Context: an optimization exercise on an open-source flow, tuned for small area and a short achievable clock period. The choices shown serve that exercise and are no tape-out recipe. At most, simulation tests tie the RTL to the original design; equivalence was not proved.

==> v16 <==
// dec79_codec
module dec79_codec (
    input  wire        clk,
    input  wire        rst,             
    input  wire        enc_in_valid,
    input  wire [63:0] enc_in_data,
    output wire        enc_out_valid,
    output wire [78:0] enc_out_word,
    input  wire        dec_in_valid,
    input  wire [78:0] dec_in_word,
    output wire        dec_out_valid,
    output wire [78:0] dec_out_word,
    output wire [1:0]  dec_out_nfix,
    output wire        dec_out_uncorr
);
function automatic [6:0] gf_mul(input [6:0] a, input [6:0] b);
    reg [6:0] acc;
    reg [6:0] sh;
    integer i;
    begin
        acc = 7'd0;
        sh  = a;
        for (i = 0; i < 7; i = i + 1) begin
            if (b[i])
                acc = acc ^ sh;
            sh = {sh[5:0], 1'b0} ^ (sh[6] ? 7'b0001001 : 7'b0000000);
        end
        gf_mul = acc;
    end
endfunction
function automatic [6:0] gf_inv3(input [6:0] a);
    begin
        case (a)
            7'd0: gf_inv3 = 7'd0;
            7'd1: gf_inv3 = 7'd1;
            7'd2: gf_inv3 = 7'd17;
            7'd3: gf_inv3 = 7'd24;
            7'd4: gf_inv3 = 7'd19;
            7'd5: gf_inv3 = 7'd82;
            7'd6: gf_inv3 = 7'd3;
            7'd7: gf_inv3 = 7'd122;
            7'd8: gf_inv3 = 7'd49;
            7'd9: gf_inv3 = 7'd56;
            7'd10: gf_inv3 = 7'd40;
            7'd11: gf_inv3 = 7'd33;
            7'd12: gf_inv3 = 7'd51;
            7'd13: gf_inv3 = 7'd4;
            7'd14: gf_inv3 = 7'd45;
            7'd15: gf_inv3 = 7'd71;
            7'd16: gf_inv3 = 7'd23;
            7'd17: gf_inv3 = 7'd36;
  ...
export LEC_CHECK = 0
export CAP_MARGIN = 20
export CORE_MARGIN = 2
export CORE_UTILIZATION = 40
export PLACE_DENSITY = 0.6
export SETUP_SLACK_MARGIN = 0.4
export SLEW_MARGIN = 20
create_clock -name core_clock -period 22.0 [get_ports {clk}]
run.sh (not shown) runs the stock make flow with config.mk's settings and CLKGATE_MAP_FILE= SYNTH_SCRIPT=/design/flow/synth_recipe.tcl, a recipe that flattens the netlist after the stock synthesis.
==> v38 (differences from v16) <==
--- a/flow/design.v
+++ b/flow/design.v
@@ -799,13 +799,14 @@
     input  wire [6:0] cp,          
     input  wire       par,
     input  wire       s1z,         
     input  wire       s3z,         
     output wire [6:0] x1,
     output wire [6:0] x2,
-    output wire       e,           
+    output wire       e1,          
+    output wire       e2,          
     output wire       f78,         
     output wire [1:0] nfix,
     output wire       uncorr
 );
 function automatic [6:0] gf_mul(input [6:0] a, input [6:0] b);
     reg [6:0] acc;
@@ -1063,34 +1064,38 @@
     wire       troot  = ~gf_trace(c);
     wire [6:0] y0     = gf_halftrace(c);
     assign x1 = gf_mul(s1, y0);
     assign x2 = x1 ^ s1;
     wire       v1     = gf_valid(x1);
     wire       v2     = gf_valid(x2);
-    wire es  = ~s1z & single & v2;                         
-    wire ed  = ~s1z & ~single & troot & ~par & v1 & v2;    
-    wire p78 = s1z & s3z & par;                            
-    assign e      = es | ed;
+    wire ps  = ~s1z & single;                   
+    wire pd  = ~s1z & ~single & troot & ~par;   
+    wire es  = ps & v2;
+    wire ed  = pd & v1 & v2;
+    wire p78 = s1z & s3z & par;                 
+    assign e1     = pd & v2;
+    assign e2     = ps | (pd & v1);
     assign f78    = p78 | (es & ~par);
     assign nfix   = {ed | (es & ~par), p78 | (es & par)};
-    assign uncorr = ~(s1z & s3z) & ~e;
+    assign uncorr = ~(s1z & s3z) & ~(es | ed);
 endmodule
 module dec79_cor (
     input  wire [77:0] word_in,
     input  wire [6:0]  x1,
     input  wire [6:0]  x2,
-    input  wire        e,
+    input  wire        e1,
+    input  wire        e2,
     output wire [77:0] word_out
 );
     reg [7:0]  a1, a2;
     reg [15:0] b1, b2;
     integer i;
     always @(*) begin
         for (i = 0; i < 8; i = i + 1) begin
-            a1[i] = e & (x1[2:0] == i);
-            a2[i] = e & (x2[2:0] == i);
+            a1[i] = e1 & (x1[2:0] == i);
+            a2[i] = e2 & (x2[2:0] == i);
         end
         for (i = 0; i < 16; i = i + 1) begin
             b1[i] = (x1[6:3] == i);
             b2[i] = (x2[6:3] == i);
         end
     end
@@ -1465,37 +1470,39 @@
         word_r0 <= dec_in_word;
     end
     wire [6:0] s1, s3;
     wire       par;
     dec79_syn u_syn (.word(word_r0), .s1(s1), .s3(s3), .par(par));
     wire [6:0] q = gf_inv3(s1);
+    wire [6:0] cp  = gf_mul(s3, q);
+    wire       s1z = (s1 == 7'd0);
+    wire       s3z = (s3 == 7'd0);
     reg  [78:0] word_r1;
     reg  [6:0] s1_r1;
-    reg  [6:0] s3_r1;
     reg        par_r1;
-    reg  [6:0] q_r1;
+    reg  [6:0] cp_r1;
+    reg        s1z_r1;
+    reg        s3z_r1;
     always @(posedge clk) begin
         word_r1 <= word_r0;
         s1_r1 <= s1;
-        s3_r1 <= s3;
         par_r1 <= par;
-        q_r1 <= q;
+        cp_r1 <= cp;
+        s1z_r1 <= s1z;
+        s3z_r1 <= s3z;
     end
-    wire [6:0] cp  = gf_mul(s3_r1, q_r1);
-    wire       s1z = (s1_r1 == 7'd0);
-    wire       s3z = (s3_r1 == 7'd0);
     wire [6:0] x1, x2;
-    wire       e, f78, uncorr;
+    wire       e1, e2, f78, uncorr;
     wire [1:0] nfix;
-    dec79_loc u_loc (.s1(s1_r1), .cp(cp), .par(par_r1),
-                     .s1z(s1z), .s3z(s3z), .x1(x1), .x2(x2),
-                     .e(e), .f78(f78), .nfix(nfix), .uncorr(uncorr));
+    dec79_loc u_loc (.s1(s1_r1), .cp(cp_r1), .par(par_r1),
+                     .s1z(s1z_r1), .s3z(s3z_r1), .x1(x1), .x2(x2),
+                     .e1(e1), .e2(e2), .f78(f78), .nfix(nfix), .uncorr(uncorr));
     wire [78:0] wloc = {word_r1[78] ^ f78, word_r1[77:0]};
     wire [77:0] wcor;
     dec79_cor u_cor (.word_in(wloc[77:0]), .x1(x1), .x2(x2),
-                     .e(e), .word_out(wcor));
+                     .e1(e1), .e2(e2), .word_out(wcor));
     wire [78:0] wout = {wloc[78], wcor};
     reg  [78:0] wout_r2;
     reg  [1:0] nfix_r2;
     reg        uncorr_r2;
     always @(posedge clk) begin
         wout_r2 <= wout;
==> flow/flow/run.sh (new file) <==
#!/bin/bash
MARGIN=${MARGIN:-16.5}
export BUFFER_PORTS_ARGS="-buffer_cell sky130_fd_sc_hd__buf_1"
sed -e "s/SETUP_SLACK_MARGIN=[-0-9.]*/SETUP_SLACK_MARGIN=$MARGIN/" standard.sh > standard_margin.sh
bash standard_margin.sh > standard.log 2>&1
==> flow/standard.sh (new file) <==
#!/bin/bash
# synth_recipe.tcl (not shown) runs the flow's synth.tcl, then flattens the netlist and writes it again
# the make line also repeats each setting of config.mk as NAME=value (left out here)
make -C /OpenROAD-flow-scripts/flow DESIGN_CONFIG=/design/flow/config.mk WORK_HOME=/design/flow/orfs CLKGATE_MAP_FILE= SYNTH_SCRIPT=/design/flow/synth_recipe.tcl "${@:-finish}"
- CORE_UTILIZATION: 40 -> 60
- CTS_CLUSTER_DIAMETER: unset -> 150
- CTS_CLUSTER_SIZE: unset -> 30
- PLACE_DENSITY: 0.6 -> 0.75
removed: flow/run.sh
==> v7 (differences from v16) <==
--- a/flow/design.v
+++ b/flow/design.v
@@ -799,13 +799,14 @@
     input  wire [6:0] cp,          
     input  wire       par,
     input  wire       s1z,         
     input  wire       s3z,         
     output wire [6:0] x1,
     output wire [6:0] x2,
-    output wire       e,           
+    output wire       e1,          
+    output wire       e2,          
     output wire       f78,         
     output wire [1:0] nfix,
     output wire       uncorr
 );
 function automatic [6:0] gf_mul(input [6:0] a, input [6:0] b);
     reg [6:0] acc;
@@ -1063,34 +1064,38 @@
     wire       troot  = ~gf_trace(c);
     wire [6:0] y0     = gf_halftrace(c);
     assign x1 = gf_mul(s1, y0);
     assign x2 = x1 ^ s1;
     wire       v1     = gf_valid(x1);
     wire       v2     = gf_valid(x2);
-    wire es  = ~s1z & single & v2;                         
-    wire ed  = ~s1z & ~single & troot & ~par & v1 & v2;    
-    wire p78 = s1z & s3z & par;                            
-    assign e      = es | ed;
+    wire ps  = ~s1z & single;                   
+    wire pd  = ~s1z & ~single & troot & ~par;   
+    wire es  = ps & v2;
+    wire ed  = pd & v1 & v2;
+    wire p78 = s1z & s3z & par;                 
+    assign e1     = pd & v2;
+    assign e2     = ps | (pd & v1);
     assign f78    = p78 | (es & ~par);
     assign nfix   = {ed | (es & ~par), p78 | (es & par)};
-    assign uncorr = ~(s1z & s3z) & ~e;
+    assign uncorr = ~(s1z & s3z) & ~(es | ed);
 endmodule
 module dec79_cor (
     input  wire [77:0] word_in,
     input  wire [6:0]  x1,
     input  wire [6:0]  x2,
-    input  wire        e,
+    input  wire        e1,
+    input  wire        e2,
     output wire [77:0] word_out
 );
     reg [7:0]  a1, a2;
     reg [15:0] b1, b2;
     integer i;
     always @(*) begin
         for (i = 0; i < 8; i = i + 1) begin
-            a1[i] = e & (x1[2:0] == i);
-            a2[i] = e & (x2[2:0] == i);
+            a1[i] = e1 & (x1[2:0] == i);
+            a2[i] = e2 & (x2[2:0] == i);
         end
         for (i = 0; i < 16; i = i + 1) begin
             b1[i] = (x1[6:3] == i);
             b2[i] = (x2[6:3] == i);
         end
     end
@@ -1438,24 +1443,24 @@
 function automatic gf_trace(input [6:0] c);
     begin
         gf_trace = c[0];
     end
 endfunction
     reg [1:0] enc_v;
-    reg [2:0] dec_v;
+    reg [3:0] dec_v;
     always @(posedge clk) begin
         if (rst) begin
             enc_v <= 2'd0;
-            dec_v <= 3'd0;
+            dec_v <= 4'd0;
         end else begin
             enc_v <= {enc_v, enc_in_valid};
             dec_v <= {dec_v, dec_in_valid};
         end
     end
     assign enc_out_valid = enc_v[1];
-    assign dec_out_valid = dec_v[2];
+    assign dec_out_valid = dec_v[3];
     reg [63:0] enc_d_r0;
     always @(posedge clk) enc_d_r0 <= enc_in_data;
     wire [78:0] enc_word;
     dec79_enc u_enc (.data(enc_d_r0), .word(enc_word));
     reg [78:0] enc_w_r;
     always @(posedge clk) enc_w_r <= enc_word;
@@ -1481,28 +1486,44 @@
         q_r1 <= q;
     end
     wire [6:0] cp  = gf_mul(s3_r1, q_r1);
     wire       s1z = (s1_r1 == 7'd0);
     wire       s3z = (s3_r1 == 7'd0);
     wire [6:0] x1, x2;
-    wire       e, f78, uncorr;
+    wire       e1, e2, f78, uncorr;
     wire [1:0] nfix;
     dec79_loc u_loc (.s1(s1_r1), .cp(cp), .par(par_r1),
                      .s1z(s1z), .s3z(s3z), .x1(x1), .x2(x2),
-                     .e(e), .f78(f78), .nfix(nfix), .uncorr(uncorr));
+                     .e1(e1), .e2(e2), .f78(f78), .nfix(nfix), .uncorr(uncorr));
     wire [78:0] wloc = {word_r1[78] ^ f78, word_r1[77:0]};
-    wire [77:0] wcor;
-    dec79_cor u_cor (.word_in(wloc[77:0]), .x1(x1), .x2(x2),
-                     .e(e), .word_out(wcor));
-    wire [78:0] wout = {wloc[78], wcor};
-    reg  [78:0] wout_r2;
+    reg  [78:0] word_r2;
+    reg  [6:0] x1_r2;
+    reg  [6:0] x2_r2;
+    reg        e1_r2;
+    reg        e2_r2;
     reg  [1:0] nfix_r2;
     reg        uncorr_r2;
     always @(posedge clk) begin
-        wout_r2 <= wout;
+        word_r2 <= wloc;
+        x1_r2 <= x1;
+        x2_r2 <= x2;
+        e1_r2 <= e1;
+        e2_r2 <= e2;
         nfix_r2 <= nfix;
         uncorr_r2 <= uncorr;
     end
-    assign dec_out_word   = wout_r2;
-    assign dec_out_nfix   = nfix_r2;
-    assign dec_out_uncorr = uncorr_r2;
+    wire [77:0] wcor;
+    dec79_cor u_cor (.word_in(word_r2[77:0]), .x1(x1_r2), .x2(x2_r2),
+                     .e1(e1_r2), .e2(e2_r2), .word_out(wcor));
+    wire [78:0] wout = {word_r2[78], wcor};
+    reg  [78:0] wout_r3;
+    reg  [1:0] nfix_r3;
+    reg        uncorr_r3;
+    always @(posedge clk) begin
+        wout_r3 <= wout;
+        nfix_r3 <= nfix_r2;
+        uncorr_r3 <= uncorr_r2;
+    end
+    assign dec_out_word   = wout_r3;
+    assign dec_out_nfix   = nfix_r3;
+    assign dec_out_uncorr = uncorr_r3;
 endmodule
==> flow/flow/run.sh (new file) <==
#!/bin/bash
# The standard layout (standard.sh), with plain buf_1 cells as the port buffers.
export BUFFER_PORTS_ARGS="-buffer_cell sky130_fd_sc_hd__buf_1"
bash standard.sh > standard.log 2>&1
==> flow/standard.sh (new file) <==
#!/bin/bash
# synth_recipe.tcl (not shown) runs the flow's synth.tcl, then flattens the netlist and writes it again
# the make line also repeats each setting of config.mk as NAME=value (left out here)
make -C /OpenROAD-flow-scripts/flow DESIGN_CONFIG=/design/flow/config.mk WORK_HOME=/design/flow/orfs CLKGATE_MAP_FILE= SYNTH_SCRIPT=/design/flow/synth_recipe.tcl "${@:-finish}"
removed: flow/run.sh
==> v32 (differences from v16) <==
--- a/flow/design.v
+++ b/flow/design.v
@@ -799,13 +799,14 @@
     input  wire [6:0] cp,          
     input  wire       par,
     input  wire       s1z,         
     input  wire       s3z,         
     output wire [6:0] x1,
     output wire [6:0] x2,
-    output wire       e,           
+    output wire       e1,          
+    output wire       e2,          
     output wire       f78,         
     output wire [1:0] nfix,
     output wire       uncorr
 );
 function automatic [6:0] gf_mul(input [6:0] a, input [6:0] b);
     reg [6:0] acc;
@@ -1063,34 +1064,38 @@
     wire       troot  = ~gf_trace(c);
     wire [6:0] y0     = gf_halftrace(c);
     assign x1 = gf_mul(s1, y0);
     assign x2 = x1 ^ s1;
     wire       v1     = gf_valid(x1);
     wire       v2     = gf_valid(x2);
-    wire es  = ~s1z & single & v2;                         
-    wire ed  = ~s1z & ~single & troot & ~par & v1 & v2;    
-    wire p78 = s1z & s3z & par;                            
-    assign e      = es | ed;
+    wire ps  = ~s1z & single;                   
+    wire pd  = ~s1z & ~single & troot & ~par;   
+    wire es  = ps & v2;
+    wire ed  = pd & v1 & v2;
+    wire p78 = s1z & s3z & par;                 
+    assign e1     = pd & v2;
+    assign e2     = ps | (pd & v1);
     assign f78    = p78 | (es & ~par);
     assign nfix   = {ed | (es & ~par), p78 | (es & par)};
-    assign uncorr = ~(s1z & s3z) & ~e;
+    assign uncorr = ~(s1z & s3z) & ~(es | ed);
 endmodule
 module dec79_cor (
     input  wire [77:0] word_in,
     input  wire [6:0]  x1,
     input  wire [6:0]  x2,
-    input  wire        e,
+    input  wire        e1,
+    input  wire        e2,
     output wire [77:0] word_out
 );
     reg [7:0]  a1, a2;
     reg [15:0] b1, b2;
     integer i;
     always @(*) begin
         for (i = 0; i < 8; i = i + 1) begin
-            a1[i] = e & (x1[2:0] == i);
-            a2[i] = e & (x2[2:0] == i);
+            a1[i] = e1 & (x1[2:0] == i);
+            a2[i] = e2 & (x2[2:0] == i);
         end
         for (i = 0; i < 16; i = i + 1) begin
             b1[i] = (x1[6:3] == i);
             b2[i] = (x2[6:3] == i);
         end
     end
@@ -1465,37 +1470,39 @@
         word_r0 <= dec_in_word;
     end
     wire [6:0] s1, s3;
     wire       par;
     dec79_syn u_syn (.word(word_r0), .s1(s1), .s3(s3), .par(par));
     wire [6:0] q = gf_inv3(s1);
+    wire [6:0] cp  = gf_mul(s3, q);
+    wire       s1z = (s1 == 7'd0);
+    wire       s3z = (s3 == 7'd0);
     reg  [78:0] word_r1;
     reg  [6:0] s1_r1;
-    reg  [6:0] s3_r1;
     reg        par_r1;
-    reg  [6:0] q_r1;
+    reg  [6:0] cp_r1;
+    reg        s1z_r1;
+    reg        s3z_r1;
     always @(posedge clk) begin
         word_r1 <= word_r0;
         s1_r1 <= s1;
-        s3_r1 <= s3;
         par_r1 <= par;
-        q_r1 <= q;
+        cp_r1 <= cp;
+        s1z_r1 <= s1z;
+        s3z_r1 <= s3z;
     end
-    wire [6:0] cp  = gf_mul(s3_r1, q_r1);
-    wire       s1z = (s1_r1 == 7'd0);
-    wire       s3z = (s3_r1 == 7'd0);
     wire [6:0] x1, x2;
-    wire       e, f78, uncorr;
+    wire       e1, e2, f78, uncorr;
     wire [1:0] nfix;
-    dec79_loc u_loc (.s1(s1_r1), .cp(cp), .par(par_r1),
-                     .s1z(s1z), .s3z(s3z), .x1(x1), .x2(x2),
-                     .e(e), .f78(f78), .nfix(nfix), .uncorr(uncorr));
+    dec79_loc u_loc (.s1(s1_r1), .cp(cp_r1), .par(par_r1),
+                     .s1z(s1z_r1), .s3z(s3z_r1), .x1(x1), .x2(x2),
+                     .e1(e1), .e2(e2), .f78(f78), .nfix(nfix), .uncorr(uncorr));
     wire [78:0] wloc = {word_r1[78] ^ f78, word_r1[77:0]};
     wire [77:0] wcor;
     dec79_cor u_cor (.word_in(wloc[77:0]), .x1(x1), .x2(x2),
-                     .e(e), .word_out(wcor));
+                     .e1(e1), .e2(e2), .word_out(wcor));
     wire [78:0] wout = {wloc[78], wcor};
     reg  [78:0] wout_r2;
     reg  [1:0] nfix_r2;
     reg        uncorr_r2;
     always @(posedge clk) begin
         wout_r2 <= wout;
==> flow/flow/run.sh (new file) <==
#!/bin/bash
MARGIN=${MARGIN:-17.5}
export BUFFER_PORTS_ARGS="-buffer_cell sky130_fd_sc_hd__buf_1"
sed -e "s/SETUP_SLACK_MARGIN=[-0-9.]*/SETUP_SLACK_MARGIN=$MARGIN/" standard.sh > standard_margin.sh
bash standard_margin.sh > standard.log 2>&1
==> flow/standard.sh (new file) <==
#!/bin/bash
# synth_recipe.tcl (not shown) runs the flow's synth.tcl, then flattens the netlist and writes it again
# the make line also repeats each setting of config.mk as NAME=value (left out here)
make -C /OpenROAD-flow-scripts/flow DESIGN_CONFIG=/design/flow/config.mk WORK_HOME=/design/flow/orfs CLKGATE_MAP_FILE= SYNTH_SCRIPT=/design/flow/synth_recipe.tcl "${@:-finish}"
removed: flow/run.sh
==> summary of the runs <==
Against v16, the critical path depth of v7 is lower by 3. Between v7 and v16, the lower count of clock-buffer cells in the layout is in v16 (gap 14). Between v32 and v16, the lower via count is in v16 (gap about 7%, measured against v16). In v16 the synthesized area is lower than in v7, by 3.0%. Against v38, the synthesized cell count of v7 is larger by 3.0%.
==> figures <==
| item | v16 | v7 | v32 | v38 |
|---|---|---|---|---|
| Outcome | timing/DRC/antenna clean | timing/DRC/antenna clean | timing/DRC/antenna clean | timing/DRC/antenna clean |
| Leading cell type in the layout, fill and taps excluded | xnor2_1 | dfxtp_1 | xnor2_1 | dfxtp_1 |
| Synth Area in XOR/XNOR | 31.3% | 29.9% | 33.7% | 33.7% |
| Via count | 14,700 | 14,200 | 15,700 | 14,700 |
| Floorplan row count | 81 | 82 | 80 | 65 |
| Vias in the first global route | 14,400 | 14,300 | 15,300 | 13,700 |
| Worst-path clk slew | 0.06 ns | 0.06 ns | 0.07 ns | 0.11 ns |
| Worst-Skew Late Latency | 0.58 ns | 0.59 ns | 0.59 ns | 0.53 ns |
| Multi-input gate area | 0.0111 mm² | 0.00988 mm² | 0.0120 mm² | 0.0107 mm² |
| Initial cell density of the core | 40.6% | 40.6% | 40.4% | 60.9% |
| Detailed-route wire length | 63,600 µm | 58,700 µm | 67,700 µm | 58,400 µm |
| Number of standard cells after synthesis | 1,898 | 1,870 | 1,816 | 1,816 |
| Multi-input logic portion of the cell area | 44.5% | 41.1% | 44.6% | 50.2% |
| Relative area of clock buffers and inverters in the final design | 5.98% | 7.37% | 5.67% | 2.18% |
No functional check of the RTL was part of v16 and v7.

## static timing again, ports no longer ideal
No port has a modelled driver above. Below, the same layouts with a new extraction and two added sets of constraints. Step 1, drivers: a clkbuf_16 drives clk and a buf_2 each remaining input, both assumed. Step 2, shift: input delay + t, output delay - t, t = (earliest + latest rising clock arrival at the registers) / 2. This alone moves slack from input paths to output paths. a / b / c = ideal / step 1 / step 2; a / b = the first two.
run	t (ns)	setup slack, ns	slew at the worst register clock pin (ns)	worst data-port slew with drivers (ns)	pins driven straight from the clock port
v16	0.621	14.501 / 14.501 / 14.501	0.07 / 0.07	0.09	1
v38	0.569	16.516 / 16.467 / 16.673	0.12 / 0.12	0.06	1
v7	0.639	16.178 / 16.178 / 16.178	0.07 / 0.07	0.10	1
v32	0.625	16.486 / 16.432 / 17.057	0.07 / 0.07	0.11	1
After both steps every run listed still meets setup and hold.
